This design comes from an exercise in tuning for small area, a short achievable clock period and few clock cycles per item on the open sky130 flow, not from production work.
In this exercise RTL edits were held to simulation tests only and were not proved equivalent to the original.
Power is estimated from default activity; no workload was simulated.

Design desc_intake, start of the top module:
module desc_intake (
    input  wire        clk,
    input  wire        rst,
    input  wire [1:0]  variant,      
    input  wire        in_valid,
    output wire        in_ready,
    input  wire [31:0] in_data,
    input  wire [5:0]  in_ring,
    input  wire [63:0] in_now,
    input  wire        rel_valid,
    input  wire [6:0]  rel_slot,
    output reg         out_valid,
    input  wire        out_ready,
    output reg         out_accept,
    output reg  [7:0]  out_status,
    output reg  [31:0] out_result,
    output reg  [15:0] out_tag,
    output reg  [15:0] out_opcode,
    output reg  [5:0]  out_ring
);
Settings: LEC_CHECK=0, CAP_MARGIN=20, CORE_MARGIN=2, CORE_UTILIZATION=40, CTS_CLUSTER_DIAMETER=100, CTS_CLUSTER_SIZE=30, PLACE_DENSITY=0.6, SETUP_SLACK_MARGIN=4.5, SLEW_MARGIN=20; clock period 7.0 ns.
standard.sh (not shown) runs the stock make flow with config.mk's settings and CLKGATE_MAP_FILE= SYNTH_SCRIPT=/design/flow/synth_recipe.tcl, a recipe that flattens the netlist after the stock synthesis.
==> flow/flow/run.sh <==
#!/bin/bash
# The standard layout, with plain buffers (rather than the resizer's pick of a
# delay cell) on the ports.
export BUFFER_PORTS_ARGS="-buffer_cell sky130_fd_sc_hd__buf_2"
bash standard.sh > standard.log 2>&1
Testbench counts at the start, summed over its fixed seeds: cycles 51,224, items 3,200.
Rerun with:
==> flow/run.sh (new file) <==
#!/bin/bash
# synth_recipe.tcl (not shown) runs the flow's synth.tcl, then flattens the netlist and writes it again
# the make line also repeats each setting of config.mk as NAME=value (left out here)
make -C /OpenROAD-flow-scripts/flow DESIGN_CONFIG=/design/flow/config.mk WORK_HOME=/design/flow/orfs CLKGATE_MAP_FILE= SYNTH_SCRIPT=/design/flow/synth_recipe.tcl finish
--- a/flow/config.mk
+++ b/flow/config.mk
@@ -9,6 +9,6 @@
 export CORE_MARGIN = 2
-export CORE_UTILIZATION = 40
+export CORE_UTILIZATION = 60
 export CTS_CLUSTER_DIAMETER = 100
 export CTS_CLUSTER_SIZE = 30
-export PLACE_DENSITY = 0.6
+export PLACE_DENSITY = 0.75
 export SETUP_SLACK_MARGIN = 4.5
removed: flow/flow/run.sh
removed: flow/standard.sh
Result:
- die area went down by 33%
- global-route usage rises by 8.7 points
- core utilization goes up by 24 points
- flip-flop and latch count stays the same
- routed wire length falls by 4.3%
- critical path depth is higher by 8
- setup slack degrades by 0.031 ns
- power went down by 0.89%
- cell count is lower by 8.9%


Starting RTL as in the previous note.
==> flow/config.mk <==
export PLATFORM = sky130hd
export DESIGN_NAME = desc_intake
export DESIGN_NICKNAME = desc_intake
export VERILOG_FILES = /design/flow/design.v
export SDC_FILE = /design/flow/constraint.sdc
export NUM_CORES = 4
export LEC_CHECK = 0
export CAP_MARGIN = 20
export CORE_MARGIN = 2
export CORE_UTILIZATION = 40
export CTS_CLUSTER_DIAMETER = 100
export CTS_CLUSTER_SIZE = 30
export PLACE_DENSITY = 0.6
export SETUP_SLACK_MARGIN = 5
export SLEW_MARGIN = 20
==> flow/constraint.sdc <==
create_clock -name core_clock -period 7.0 [get_ports {clk}]
set_input_delay 1.4000 -clock core_clock [delete_from_list [all_inputs] [get_ports {clk}]]
set_output_delay 1.4000 -clock core_clock [all_outputs]
set_load 0.01 [all_outputs]
run.sh (not shown) runs the stock make flow with config.mk's settings and CLKGATE_MAP_FILE= SYNTH_SCRIPT=/design/flow/synth_recipe.tcl, a recipe that flattens the netlist after the stock synthesis.
Stock flow here: none of the scripts above is used.
Testbench counts at the start, summed over its fixed seeds: cycles 51,224, items 3,200.
Change:
--- a/flow/config.mk
+++ b/flow/config.mk
@@ -10 +10 @@
-export CORE_UTILIZATION = 40
+export CORE_UTILIZATION = 45
@@ -13,2 +13,2 @@
-export PLACE_DENSITY = 0.6
-export SETUP_SLACK_MARGIN = 5
+export PLACE_DENSITY = 0.65
+export SETUP_SLACK_MARGIN = 4.4
The new run went through all stages and came out clean.
Non-clock buffer count falls by 245.
Utilization falls by 1.9 points.
Clock power falls by about 2%.
Fmax falls by 1.9%.
Synthesized area does not change.
Register-to-register slack degrades by 0.08 ns.
Sequential share of layout area rises by 7.6 points.
Count of clock-buffer cells in the layout is unchanged.
Routed wire length falls by about 13%.
Final cell count falls by about 8%.
Die area falls by 11%.


desc_intake again, from the RTL that the note above started with.
export LEC_CHECK = 0
export CAP_MARGIN = 20
export CORE_MARGIN = 2
export CORE_UTILIZATION = 40
export PLACE_DENSITY = 0.6
export SETUP_SLACK_MARGIN = 4.5
export SLEW_MARGIN = 20
create_clock -name core_clock -period 7.0 [get_ports {clk}]
Testbench counts at the start, summed over its fixed seeds: cycles 51,224, items 3,200.
Rerun with:
--- a/flow/config.mk
+++ b/flow/config.mk
@@ -10,0 +11,2 @@
+export CTS_CLUSTER_DIAMETER = 100
+export CTS_CLUSTER_SIZE = 30
Maximum frequency rose slightly.
Count of clock-buffer cells in the layout fell by 77.
Die area is unchanged.

## port drivers added, routing unchanged
In the flow no input, the clock included, has a driving cell. The finished layouts below were timed again as built, in two steps.
Step 1 assumes that a clkbuf_16 drives the clock port and a buf_2 every other input.
Step 2 adds t to the input delays and takes it off the output delays; t is the mean of the earliest and latest rising clock arrival at the registers after step 1. Input paths then give back, and output paths get back, about the clock's delay inside the block.
Three values: ideal, step 1, step 2; two values: the first two.
run	shift t [ns]	setup WS [ns]	worst setup path after step 2	clock arrival spread, ns	worst register clock-pin slew, ns
the first run of note 1	0.681	4.277 / 4.213 / 3.988	input to register	0.037 / 0.037	0.12 / 0.12
the second run of note 1	0.667	4.246 / 4.202 / 3.962	input to register	0.030 / 0.030	0.12 / 0.12
the first run of note 2	0.682	4.281 / 4.218 / 4.308	register to register	0.046 / 0.046	0.12 / 0.12
the second run of note 2	0.677	4.228 / 4.228 / 3.883	input to register	0.028 / 0.028	0.12 / 0.12
the first run of note 3	0.712	4.236 / 4.174 / 3.951	input to register	0.093 / 0.093	0.07 / 0.07
the second run of note 3	0.682	4.267 / 4.203 / 4.010	input to register	0.040 / 0.039	0.12 / 0.12
After both steps setup and hold are still met in every run listed. For the second run of note 2, which loses most, drivers alone change the setup slack by 0.000 ns; drivers and shift together by -0.345 ns.
